Background: an optimization exercise with open tools, aiming at small area, a short achievable clock period and few clock cycles per item. Do not read the settings as production practice. In this exercise RTL edits were held to simulation tests only and were not proved equivalent to the original. Power is estimated from default activity; no workload was simulated.

==> flow/design.v <==
module ring_locator (
    input  wire         clk,
    input  wire         rst,
    input  wire         req_valid,
    output wire         req_ready,
    input  wire [31:0]  seed,
    input  wire [4:0]   n,
    input  wire [4:0]   k,
    input  wire [1:0]   m,
    input  wire [1:0]   s,
    input  wire [23:0]  displ,
    input  wire [119:0] dorder,
    input  wire [39:0]  rba,
    output wire         resp_valid,
    input  wire         resp_ready,
    output wire [19:0]  loc_mem,
    output wire [3:0]   loc_has,
    output wire [159:0] loc_mlba
);
    localparam [3:0] S_IDLE  = 4'd0,
                     S_DIVX  = 4'd1,    
                     S_DIVS  = 4'd2,    
                     S_SEED  = 4'd3,    
                     S_WARM  = 4'd4,    
                     S_STEP  = 4'd5,    
                     S_MOD   = 4'd6,    
                     S_SWAP  = 4'd7,    
                     S_SCAN  = 4'd8,    
                     S_FIN   = 4'd9,    
                     S_DONE  = 4'd10;   
    reg [3:0] state;
    reg [31:0]  r_seed;
    reg [4:0]   r_n, r_k;
    reg [1:0]   r_m, r_s;
    reg [23:0]  r_displ;
    reg [119:0] r_dorder;
    reg [3:0]   r_blk;
    wire [4:0] r_d = r_n - {3'd0, r_s};            
    wire [4:0] r_w = r_k + {3'd0, r_m};            
    reg [35:0] div_num;
    reg [4:0]  div_rem;
    reg [4:0]  div_den;
    reg [5:0]  div_cnt;
    wire [5:0] div_try = {div_rem, div_num[35]};
    wire       div_ge  = div_try >= {1'b0, div_den};
    wire [5:0] div_sub = div_try - {1'b0, div_den};
    reg [4:0]  c_r;       
    reg [4:0]  i_r;       
    reg [35:0] p_r;       
    reg [31:0] st;
    reg [4:0]  row [0:23];
    reg [4:0]  q_r;
    reg [2:0]  warm_cnt;
    function [31:0] xorshift;
        input [31:0] v;
        reg   [31:0] t;
        begin
            t = v ^ (v << 13);
            t = t ^ (t >> 17);
            t = t ^ (t << 5);
            xorshift = t;
        end
    endfunction
    wire [31:0] st_next = xorshift(st);
    wire [31:0] st_init = r_seed ^ ({20'd0, p_r[11:0]} * 32'h9E3779B9);
    reg  [4:0] pos  [0:3];
    reg  [4:0] home [0:3];
    reg  [4:0] cidx [0:3];    
    integer    ci;
    reg  [5:0] psum;
    always @(*) begin
        for (ci = 0; ci < 4; ci = ci + 1) begin
            if (ci == 0)
                cidx[ci] = c_r;
            else
                cidx[ci] = r_k + ci[4:0] - 5'd1;
            psum = {1'b0, i_r} + {1'b0, cidx[ci]};
            if (psum >= {1'b0, r_d})
                pos[ci] = psum[4:0] - r_d;
            else
                pos[ci] = psum[4:0];
            home[ci] = row[pos[ci]];
        end
    end
    reg [4:0] t_r;
    reg [4:0] rank [0:3];
    reg [4:0] sp0, sp1;
    reg [1:0] nsp;
    wire [4:0] scan_mbr   = row[t_r];
    wire       scan_disp  = r_displ[scan_mbr];
    wire [4:0] scan_order = r_dorder[scan_mbr*5 +: 5];
    reg [4:0]  o_mem  [0:3];
    reg [3:0]  o_has;
    reg [39:0] o_mlba [0:3];
    wire [39:0] slab_base = p_r * {35'd0, r_w};      
    assign req_ready  = (state == S_IDLE);
    assign resp_valid = (state == S_DONE);
    genvar g;
    generate
        for (g = 0; g < 4; g = g + 1) begin : g_out
            assign loc_mem[g*5 +: 5]    = o_mem[g];
            assign loc_mlba[g*40 +: 40] = o_mlba[g];
        end
    endgenerate
    assign loc_has = o_has;
    integer qi, ji;
    always @(posedge clk) begin
        if (rst) begin
            state <= S_IDLE;
        end else begin
            case (state)
            S_IDLE: begin
                if (req_valid) begin
                    r_seed   <= seed;
                    r_n      <= n;
                    r_k      <= k;
                    r_m      <= m;
                    r_s      <= s;
                    r_displ  <= displ;
                    r_dorder <= dorder;
                    r_blk    <= rba[3:0];
                    div_num  <= {rba[39:4]};
                    div_rem  <= 5'd0;
                    div_den  <= k;
                    div_cnt  <= 6'd36;
                    state    <= S_DIVX;
                end
            end
            S_DIVX, S_DIVS, S_MOD: begin
                div_num <= {div_num[34:0], div_ge};
                div_rem <= div_ge ? div_sub[4:0] : div_try[4:0];
                div_cnt <= div_cnt - 6'd1;
                if (div_cnt == 6'd1) begin
                    if (state == S_DIVX) begin
                        c_r     <= div_ge ? div_sub[4:0] : div_try[4:0];
                        div_rem <= 5'd0;
                        div_den <= r_d;
                        div_cnt <= 6'd36;
                        state   <= S_DIVS;
                    end else if (state == S_DIVS) begin
                        p_r   <= {div_num[34:0], div_ge};
                        i_r   <= div_ge ? div_sub[4:0] : div_try[4:0];
                        state <= S_SEED;
                    end else begin
                        state <= S_SWAP;
                    end
                end
            end
            S_SEED: begin
                st <= (st_init == 32'd0) ? 32'h6D2B79F5 : st_init;
                for (qi = 0; qi < 24; qi = qi + 1)
                    row[qi] <= qi[4:0];
                warm_cnt <= 3'd4;
                q_r      <= r_n - 5'd1;
                state    <= S_WARM;
            end
            S_WARM: begin
                st       <= st_next;
                warm_cnt <= warm_cnt - 3'd1;
                if (warm_cnt == 3'd1)
                    state <= S_STEP;
            end
            S_STEP: begin
                st      <= st_next;
                div_num <= {st_next, 4'd0};
                div_rem <= 5'd0;
                div_den <= q_r + 5'd1;
                div_cnt <= 6'd32;
                state   <= S_MOD;
            end
            S_SWAP: begin
                row[q_r]     <= row[div_rem];
                row[div_rem] <= row[q_r];
                if (q_r == 5'd1) begin
                    t_r   <= 5'd0;
                    nsp   <= 2'd0;
                    for (ji = 0; ji < 4; ji = ji + 1)
                        rank[ji] <= 5'd0;
                    state <= S_SCAN;
                end else begin
                    q_r   <= q_r - 5'd1;
                    state <= S_STEP;
                end
            end
            S_SCAN: begin
                if (t_r < r_d) begin
                    if (scan_disp) begin
                        for (ji = 0; ji < 4; ji = ji + 1)
                            if (scan_order < r_dorder[home[ji]*5 +: 5])
                                rank[ji] <= rank[ji] + 5'd1;
                    end
                end else begin
                    if (!scan_disp) begin
                        if (nsp == 2'd0)
                            sp0 <= scan_mbr;
                        else
                            sp1 <= scan_mbr;
                        nsp <= nsp + 2'd1;
                    end
                end
                t_r <= t_r + 5'd1;
                if (t_r == r_n - 5'd1)
                    state <= S_FIN;
            end
            S_FIN: begin
                for (ji = 0; ji < 4; ji = ji + 1) begin
                    if (!r_displ[home[ji]]) begin
                        o_mem[ji] <= home[ji];
                        o_has[ji] <= 1'b1;
                    end else if (rank[ji] < {3'd0, nsp}) begin
                        o_mem[ji] <= (rank[ji] == 5'd0) ? sp0 : sp1;
                        o_has[ji] <= 1'b1;
                    end else begin
                        o_mem[ji] <= home[ji];
                        o_has[ji] <= 1'b0;
                    end
                    o_mlba[ji] <= {slab_base[35:0] + {31'd0, cidx[ji]}, r_blk};
                end
                state <= S_DONE;
            end
            S_DONE: begin
                if (resp_ready)
                    state <= S_IDLE;
            end
            default: state <= S_IDLE;
            endcase
        end
    end
endmodule
==> flow/run.sh <==
#!/bin/bash
# synth_recipe.tcl (not shown) runs the flow's synth.tcl, then flattens the netlist and writes it again
# the make line also repeats each setting of config.mk as NAME=value (left out here)
make -C /OpenROAD-flow-scripts/flow DESIGN_CONFIG=/design/flow/config.mk WORK_HOME=/design/flow/orfs CLKGATE_MAP_FILE= SYNTH_SCRIPT=/design/flow/synth_recipe.tcl finish
==> flow/config.mk <==
export PLATFORM = sky130hd
export DESIGN_NAME = ring_locator
export DESIGN_NICKNAME = ring_locator
export VERILOG_FILES = /design/flow/design.v
export SDC_FILE = /design/flow/constraint.sdc
export NUM_CORES = 4
export LEC_CHECK = 0
export CAP_MARGIN = 20
export CORE_MARGIN = 2
export CORE_UTILIZATION = 40
export SLEW_MARGIN = 20
==> flow/constraint.sdc <==
create_clock -name core_clock -period 10.0 [get_ports {clk}]
set_input_delay 2.0000 -clock core_clock [delete_from_list [all_inputs] [get_ports {clk}]]
set_output_delay 2.0000 -clock core_clock [all_outputs]
set_load 0.01 [all_outputs]
==> summary.txt <==
Critical Path AT=9280 ps; worst-path fanout max=24; Hold Path Class=flop to flop; Die H=397.1 um; share of cells above drive strength 1=0.1191; R2R Setup Slk=1070 ps; DP Area=0.06849 mm2; R2R Path Start=i_r[1]; Data required, critical path=10350 ps; TritonCTS clock tree=yes; DRT iter0 DRCs=7287; register area=between 0.02 and 0.025 mm2; Worst path most repeated cell=a21oi_1; Die Wd=397.1 um; RD Place Congestion=1.006; clk slew on worst S/H paths=60 ps; Die ar.=0.1577 mm2; hold path depth=0; sequential cell area fraction in the yosys report=0.3462; largest net degree at the start of global routing=172; Slew headroom=0.1850; hold_buf cts=0; Synth Warn #=7; CTS Sinks=~720; Hold Path End=o_mlba[1][2]; initial core utilization=0.4022; Syn Area/Cell=10.49 um2; Avg WL per Cell=between 20 and 30 um; fin crit share=0.8933; Yosys cell types=roughly 120; ys flop type=edfxtp_1; top cell type's share of synthesized area=0.3400; MaxCap Viol Count=0; H-tree level count=3; Post-synth EDFFs=700; Clock Path Buffers=3; f_max=111.9 MHz; clock root cell=clkbuf_16; static leakage=27.39 nW; critical path type=flop to flop; Worst Tran Pin Value=between 1000 and 1500 ps; WL final=246.4 mm; status=timing/DRC/antenna clean; fin. max-slew vios=0; # setup viols final=0; initial antenna violation count=22; PnR Total Power=a little over 30 mW; # Post-CTS Setup Buffers=0; row count=144; hpwl dp=183.8 mm; Syn Inst Count=5894; CORE AREA=0.1537 mm2; GRT Resource Usage Total=0.3052; worst skew pair latency=720 ps; cell count of the worst reg-to-reg path=26; Hold Vio Cnt, Final=0; post-cts resize count=0; synthesized area=roughly 0.06 mm2; DRC viols=0; most numerous cell in the Yosys netlist=edfxtp_1; Synth area leader=edfxtp_1; Non-Filler Instances=8342; power per cell area=424.6 mW/mm2; Synthesized Nets=6578; min cycle time layout=approximately 8900 ps; Async SR Flop Fraction=0; first-pass GRT wire length=353.6 mm; First-pass DRT Iterations=8; # nets final=6902; vias in the first global route=50.23k; Critical Path Start Type=flop; # port buffers=about 420; origin of the worst min-delay path=r_blk[2]; clk_skew=roughly 33 ps; Worst VDD drop=around 0.64 mV; setup TNS=0 ps; routed vias=~52k; P&R area growth vs syn=15.78%; FF+latch count, synth=719; total CTS buffers=86; Post-synth top cells=700 x edfxtp_1, 605 x nand2_1, 441 x mux2i_1; Final ANT Viol Nets=0; CP peak stage delay=780 ps; multi-input logic area=0.03744 mm2; I/O pin cnt=420; slowest CP cell=a21oi_1; Worst Setup End Kind=flop; top cells by area, synth=edfxtp_1 34%, mux4_2 7.9%, fa_1 7.2%, mux2i_1 7.1%, ha_1 4.6%; Fill cells=between 10k and 15k; fin area=0.07157 mm2; Congestion Overflow GR=0; RSZ-0062 raised after global routing=false; Reg2Reg Capture Point=rank[0][4]; Placed Cells incl. Taps=8172; Via density=6.290
## layout by cell type, fill, tap and decap left out, types with 88 or more instances in the layout
cell             synthesis  routed
edfxtp_1               700     700
xor2_1                 136     135
mux4_2                 217     217
clkdlybuf4s50_1          0     419
nor2_1                 307     303
inv_1                  415     415
o21ai_0                196     196
o22ai_1                 93      93
mux2i_1                441     427
o211ai_1                88      88
and2_1                 139     139
a211oi_1               108     107
ha_1                   229     229
buf_4                   41     160
mux2_2                  92      92
nand3_1                160     160
a21oi_1                212     210
xnor2_1                231     228
fa_1                   221     220
nand2_1                605     605
## worst max path at each step
stage          startpoint         end  slack, ps  cells after the start
5_1_grt            r_k[1]  rank[1][3]        580                     27
4_1_cts            i_r[1]  rank[0][4]       1150                     26
6_report           i_r[1]  rank[0][4]       1070                     26
3_3_place_gp       i_r[1]  rank[0][1]       1230                     26
3_5_place_dp       i_r[1]  rank[0][0]       1150                     26
2_1_floorplan         rst    r_blk[0]       2070                      3
## metal layers
metal  vias up  GRT usage  routed length [um]  part of all wire
met5         -          0                  77           0.00031
met4        12     0.1481               13700             0.056
met3       714    0.08195               27530              0.11
met2      3307     0.4541              106600              0.43
met1     25940     0.4110               98520              0.40
li1      22500          -                   -                 -
## cells by family (layout without fill, tap and decap cells)
| kind of cell | count (synthesis) | count (layout) | share of synthesized area |
|---|---|---|---|
| muxes | 775 | 775 | 0.1720 |
| AOI/OAI and AO/OA | 1191 | 1191 | 0.1334 |
| and+or+nand+nor | 1621 | 1621 | 0.1262 |
| xor gates and xnor gates | 367 | 367 | 0.05200 |
| other | 0 | 10 | 0 |
| buffers and inverters | 771 | 1165 | 0.05228 |
| adders and majority gates | 450 | 450 | 0.1179 |
| DFF | 719 | 719 | 0.3462 |
## where the power goes
group / internal (mW) / switching (mW) / total (mW)
logic: 8.51 / 13.7 / 22.2
registers: 4.40 / 0.434 / 4.84
clock network: 2.00 / 1.36 / 3.36
## sequential cells by signal, summed over array words and instances (netlist names), 6 cells and up, named ones only
name and count:
r_dorder 120, r_displ 24, st 32, p_r 36, div_num 36, row 160
o_mlba 147, div_cnt 6, o_mem 20, r_seed 32, rank 20
## area by class of cell
type                            count  area share
Clock inverter                     59     0.01026
Antenna cell                       10   0.0003496
Inverter                          418     0.02192
Clock buffer                       99     0.03161
Multi-Input combinational cell   4404      0.5231
Timing Repair Buffer              589     0.07797
Tap cell                         2044     0.03573
Sequential cell                   719      0.2991
## through the flow
stage	hold slack [ps]	worst slack, ps	util
3_5_place_dp	407.7	1148	0.4456
3_3_place_gp	407.8	1234	0.4455
5_1_grt	424.3	581.2	0.4656
4_1_cts	422.6	1146	0.4651
2_1_floorplan	400.3	2066	-
6_report	424.8	1067	0.4657
## critical path, delay by kind of cell, from the launching register on
kind                       cells  cell delay [ps]
buffers and inverters          1              300
DFF                            1              500
AOI/OAI and AO/OA             10             2770
muxes                          1              330
adders and majority gates      3              850
and+or+nand+nor               11             3750
Testbench counts, summed over its fixed seeds: cycles 1,950,672, items 3,072.

==> separate check: timing with driven ports <==
The results above use ideal ports. As a check the final layout listed here was re-extracted and re-timed, cells and wires unchanged. Step 1: set_driving_cell puts a clkbuf_16 on clk and a buf_2 on each other input, an assumption about the parent block. Step 2 times the ports against the registers' clock, not the clock port: input delays grow and output delays shrink by t, the midpoint of the rising clock arrivals with the driver on. a / b / c = ideal ports / drivers / drivers and shift; a / b = the first two.
t, ns: 0.784
setup WS [ns]: 1.067 / 1.067 / 1.067
latest minus earliest clock arrival (ns): 0.037 / 0.036
worst register clock-pin slew, ns: 0.07 / 0.07
pins driven straight from the clock port: 1
After both steps setup and hold are still met in this run. For this run, drivers alone change the setup slack by 0.000 ns; drivers and shift together by 0.000 ns.
